Background: an optimization exercise with open tools, aiming at small area, a short achievable clock period and few clock cycles per item. Do not read the settings as production practice. Where RTL was checked, it was by simulation tests only, not by an equivalence proof against the original.

== exp/xenon ==
==> module kiln_pe_fpdec, before the edit <==
module kiln_pe_fpdec (
    input  wire [3:0]        fmt,
    input  wire [15:0]       x,
    input  wire [7:0]        scale,
    output reg               sign,
    output reg  [10:0]       sig,
    output reg  [7:0]        ee,
    output reg               is_inf,
    output reg               is_nan,
    output reg               is_zero
);
    reg [7:0]        e;       
    reg signed [9:0] k;       
    reg              lns;
    always @* begin
        sign    = 1'b0;
        sig     = 11'd0;
        e       = 8'd0;
        k       = 10'sd0;
        is_inf  = 1'b0;
        is_nan  = 1'b0;
        is_zero = 1'b0;
        lns     = 1'b0;
        case (fmt)
            4'h0: begin  
                sign = x[7];
                sig  = {x[7] ? 8'd0 - x[7:0] : x[7:0], 3'd0};
            end
            4'h1: begin  
                sig  = {x[7:0], 3'd0};
            end
            4'h7: begin  
                sign   = x[15];
                e      = {3'd0, x[14:10]};
                sig    = {(x[14:10] != 5'd0), x[9:0]};
                k      = -10'sd77;
                is_inf = (x[14:10] == 5'h1F) && (x[9:0] == 10'd0);
                is_nan = (x[14:10] == 5'h1F) && (x[9:0] != 10'd0);
            end
            4'h8: begin  
                sign   = x[15];
                e      = x[14:7];
                sig    = {(x[14:7] != 8'd0), x[6:0], 3'd0};
                k      = -10'sd189;
                is_inf = (x[14:7] == 8'hFF) && (x[6:0] == 7'd0);
                is_nan = (x[14:7] == 8'hFF) && (x[6:0] != 7'd0);
            end
            4'h9: begin  
                sign   = x[7];
                e      = {4'd0, x[6:3]};
                sig    = {(x[6:3] != 4'd0), x[2:0], 7'd0};
                k      = -10'sd69;
                is_nan = (x[6:0] == 7'h7F);
            end
            4'hA: begin  
                sign   = x[7];
                e      = {3'd0, x[6:2]};
                sig    = {(x[6:2] != 5'd0), x[1:0], 8'd0};
                k      = -10'sd77;
                is_inf = (x[6:2] == 5'h1F) && (x[1:0] == 2'd0);
                is_nan = (x[6:2] == 5'h1F) && (x[1:0] != 2'd0);
            end
            4'hC: begin  
                lns     = 1'b1;
                sign    = x[5];
                sig     = {6'd0, x[4:0]};
                is_nan  = (x[5:0] == 6'h30);
                is_zero = (x[5:0] == 6'h10);
            end
            default: begin  
                sign   = x[3];
                e      = {6'd0, x[2:1]};
                sig    = {(x[2:1] != 2'd0), x[0], 9'd0};
                k      = -10'sd63;
            end
        endcase
        ee = (e == 8'd0) ? 8'd1 : e;
        if (lns)
            ee = 8'd0;
        else
            is_zero = (sig == 11'd0) && !is_inf && !is_nan;
        if (scale == 8'hFF) begin
            is_nan  = 1'b1;
            is_inf  = 1'b0;
            is_zero = 1'b0;
        end
    end
endmodule
clock: 32.0 ns
lec_check: 0
abc_area: 1
cap_margin: 20
core_margin: 2
core_utilization: 40
slew_margin: 20
standard.sh (not shown) runs the stock make flow with config.mk's settings and CLKGATE_MAP_FILE= SYNTH_SCRIPT=/design/flow/synth_recipe.tcl, a recipe that flattens the netlist after the stock synthesis.
==> flow/flow/run.sh <==
#!/bin/bash
# The standard layout with these changes: ADDER_MAP_FILE= SETUP_SLACK_MARGIN=24.5 'BUFFER_PORTS_ARGS=-buffer_cell sky130_fd_sc_hd__buf_2'
set -euo pipefail
bash standard.sh ADDER_MAP_FILE= SETUP_SLACK_MARGIN=24.5 'BUFFER_PORTS_ARGS=-buffer_cell sky130_fd_sc_hd__buf_2' finish > standard.log 2>&1
Testbench counts of exp/xenon, summed over its fixed seeds: cycles 19,387, steps 19,363.
The inputs of exp/garnet differ from those of exp/xenon as listed below.
--- a/flow/design.v
+++ b/flow/design.v
@@ -154,10 +154,16 @@
         endcase
         ee = (e == 8'd0) ? 8'd1 : e;
         if (lns)
             ee = 8'd0;
+        else if (fmt == 4'h7 || fmt == 4'h8)
+            is_zero = (x[14:0] == 15'd0);
+        else if (fmt == 4'h9 || fmt == 4'hA)
+            is_zero = (x[6:0] == 7'd0);
+        else if (fmt == 4'hB)
+            is_zero = (x[2:0] == 3'd0);
         else
-            is_zero = (sig == 11'd0) && !is_inf && !is_nan;
+            is_zero = (x[7:0] == 8'd0);
         if (scale == 8'hFF) begin
             is_nan  = 1'b1;
             is_inf  = 1'b0;
             is_zero = 1'b0;
Per the comparison of exp/garnet with exp/xenon, critical path data arrival time -7100 ps, fraction of final layout cells sized beyond drive strength 1 increased by 1.7 points relative to the old numbers, half-perimeter wire length after placement +4200 um, final sequential cell count did not really move, clock skew increased 19 ps. [exp/garnet] cell area after technology mapping rose 3.7% relative to exp/xenon. Starting DRC count in detailed routing on exp/garnet is up relative to exp/xenon. Time the final worst path needs with I/O delays and setup, exp/garnet and exp/xenon: smaller value in exp/garnet. exp/garnet went all the way through the flow, and no timing, DRC or antenna check failed. exp/garnet vs. exp/xenon: via count moved up; design area saw an increase.
Testbench counts of exp/garnet, summed over its fixed seeds: cycles 19,387, steps 19,363.

Another version of the RTL of kiln_pe (not shown whole).
Size: ~7000 cells after synthesis, about 220 flip-flops, about 130 I/O pins, roughly 36000 um^2 of cells after synthesis.
==> flow/design.v (excerpt) <==
module kiln_pe (
    input  wire        clk,
    input  wire        rst,           
    input  wire        in_valid,      
    input  wire        in_first,      
    input  wire        in_last,       
    input  wire [3:0]  fmt_a,
    input  wire [3:0]  fmt_b,
    input  wire [15:0] a,
    input  wire [15:0] b,
    input  wire [7:0]  scale_a,
    input  wire [7:0]  scale_b,
    input  wire [31:0] in_init,       
    output reg         out_valid,
    output wire [31:0] out_acc,
    output wire        out_knv,       
    output wire        out_kof,       
    output wire        out_iov        
);
==> flow/config.mk <==
export PLATFORM = sky130hd
export DESIGN_NAME = kiln_pe
export DESIGN_NICKNAME = kiln_pe
export VERILOG_FILES = /design/flow/design.v
export SDC_FILE = /design/flow/constraint.sdc
export NUM_CORES = 4
export LEC_CHECK = 0
export ABC_AREA = 1
export CAP_MARGIN = 20
export CORE_MARGIN = 2
export CORE_UTILIZATION = 40
export SLEW_MARGIN = 20
==> flow/constraint.sdc <==
create_clock -name core_clock -period 32.0 [get_ports {clk}]
set_input_delay 6.4000 -clock core_clock [delete_from_list [all_inputs] [get_ports {clk}]]
set_output_delay 6.4000 -clock core_clock [all_outputs]
set_load 0.01 [all_outputs]
==> flow/flow/run.sh <==
#!/bin/bash
# The standard layout with these changes: ADDER_MAP_FILE= SETUP_SLACK_MARGIN=24 'BUFFER_PORTS_ARGS=-buffer_cell sky130_fd_sc_hd__buf_2'
set -euo pipefail
bash standard.sh ADDER_MAP_FILE= SETUP_SLACK_MARGIN=24 'BUFFER_PORTS_ARGS=-buffer_cell sky130_fd_sc_hd__buf_2' finish > standard.log 2>&1
Next try:
--- a/flow/design.v
+++ b/flow/design.v
@@ -72,43 +72,14 @@
     integer i;
     always @* begin
         cnt = 4'd11;
         for (i = 10; i >= 0; i = i - 1)
             if (x[i]) cnt = i[3:0];
     end
 endmodule
-module kiln_pe_mul11 (
-    input  wire [10:0] x,
-    input  wire [10:0] y,
-    output wire [21:0] p
-);
-    wire [12:0] yb = {1'b0, y, 1'b0};    
-    wire [12:0] row [0:5];
-    wire [5:0]  neg;
-    genvar j;
-    generate
-        for (j = 0; j < 6; j = j + 1) begin : g_pp
-            wire b0 = yb[2*j];         
-            wire b1 = yb[2*j + 1];     
-            wire b2 = (2*j + 2 <= 12) ? yb[2*j + 2] : 1'b0;   
-            wire one = b0 ^ b1;
-            wire two = (b2 & ~b1 & ~b0) | (~b2 & b1 & b0);
-            assign neg[j] = b2 & ~(b1 & b0);
-            wire [11:0] mag = one ? {1'b0, x} : two ? {x, 1'b0} : 12'd0;
-            wire [12:0] r = {1'b0, mag} ^ {13{neg[j]}};
-            assign row[j] = {~r[12], r[11:0]};
-        end
-    endgenerate
-    localparam [23:0] C = 24'h0 - 24'h555000;
-    wire [23:0] sum = {11'd0, row[0]} + {9'd0, row[1], 2'd0} + {7'd0, row[2], 4'd0}
-                    + {5'd0, row[3], 6'd0} + {3'd0, row[4], 8'd0} + {1'd0, row[5], 10'd0}
-                    + {13'd0, neg[5], 1'b0, neg[4], 1'b0, neg[3], 1'b0, neg[2], 1'b0, neg[1], 1'b0, neg[0]}
-                    + C;
-    assign p = sum[21:0];
-endmodule
 module kiln_pe_fpdec (
     input  wire [3:0]        fmt,
     input  wire [15:0]       x,
     input  wire [7:0]        scale,
     output reg               sign,
     output reg  [10:0]       sig,
     output reg  [7:0]        ee,
@@ -180,16 +151,22 @@
                 sig    = {(x[2:1] != 2'd0), x[0], 9'd0};
                 k      = -10'sd63;
             end
         endcase
         ee = (e == 8'd0) ? 8'd1 : e;
         if (lns)
             ee = 8'd0;
+        else if (fmt == 4'h7 || fmt == 4'h8)
+            is_zero = (x[14:0] == 15'd0);
+        else if (fmt == 4'h9 || fmt == 4'hA)
+            is_zero = (x[6:0] == 7'd0);
+        else if (fmt == 4'hB)
+            is_zero = (x[2:0] == 3'd0);
         else
-            is_zero = (sig == 11'd0) && !is_inf && !is_nan;
+            is_zero = (x[7:0] == 8'd0);
         if (scale == 8'hFF) begin
             is_nan  = 1'b1;
             is_inf  = 1'b0;
             is_zero = 1'b0;
         end
     end
 endmodule
@@ -273,16 +250,15 @@
         r_fb   <= fmt_b;
         r_ea   <= da_e;
         r_eb   <= db_e;
         r_sa   <= scale_a;
         r_sb   <= scale_b;
         r_init <= in_init;
     end
-    wire [21:0] fsig;
-    kiln_pe_mul11 u_mul (.x(r_siga), .y(r_sigb), .p(fsig));
+    wire [21:0] fsig = r_siga * r_sigb;
     wire r_gnan = !ra_nan && !rb_nan && ((ra_inf && rb_z) || (ra_z && rb_inf));
     wire r_nan  = ra_nan || rb_nan || r_gnan;
     wire r_inf  = !r_nan && (ra_inf || rb_inf);
     wire r_zero = ra_z || rb_z;
     wire r_s    = (ra_s ^ rb_s) && !(r_lns && r_zero);
     wire signed [9:0] ka, kb;
     kiln_pe_fmtk u_ka (.fmt(r_fa), .k(ka));
What happened: Via count goes up by about 1%. Final cell count goes down by 0.99%. Final area hardly moves. Wire length goes up by about 3.4%. Count of clock-buffer cells in the layout goes down by 1. Synthesized cell count goes down by about 1%.
Testbench counts after the change, summed over its fixed seeds: cycles 19,387, steps 19,363.
For the first run of this note, only the layout was checked, not whether the RTL still works.

==> afterwards: timing with drivers on the ports <==
The flow's constraints put no driver on any port. The routed layouts listed below were extracted and timed again, unchanged, in two steps. Step 1 sets driving cells, clkbuf_16 on the clock port and buf_2 on the other inputs (assumed; they add their load-dependent delay and slew). Step 2 also shifts input and output timing later by t, the mid clock arrival at the registers, as if the neighbouring blocks saw the same clock. Slacks: no drivers / after step 1 / after step 2; pairs: no drivers / after step 1.
run | t (ns) | setup WS [ns] | hold slack, ns | latest minus earliest clock arrival (ns) | slew at the worst register clock pin (ns)
exp/xenon | 0.621 | 24.336 / 24.353 / 23.733 | 0.408 / 0.408 / 0.408 | 0.015 / 0.015 | 0.07 / 0.07
exp/garnet | 0.647 | 24.521 / 24.459 / 23.932 | 0.407 / 0.407 / 0.407 | 0.034 / 0.034 | 0.08 / 0.08
the first run of note 2 | 0.601 | 24.129 / 24.156 / 23.555 | 0.410 / 0.410 / 0.410 | 0.034 / 0.033 | 0.07 / 0.07
the second run of note 2 | 0.635 | 24.231 / 24.251 / 23.617 | 0.405 / 0.405 / 0.405 | 0.016 / 0.015 | 0.07 / 0.07
After both steps every run listed still meets setup and hold. For the second run of note 2, which loses most, drivers alone change the setup slack by +0.020 ns; drivers and shift together by -0.614 ns.
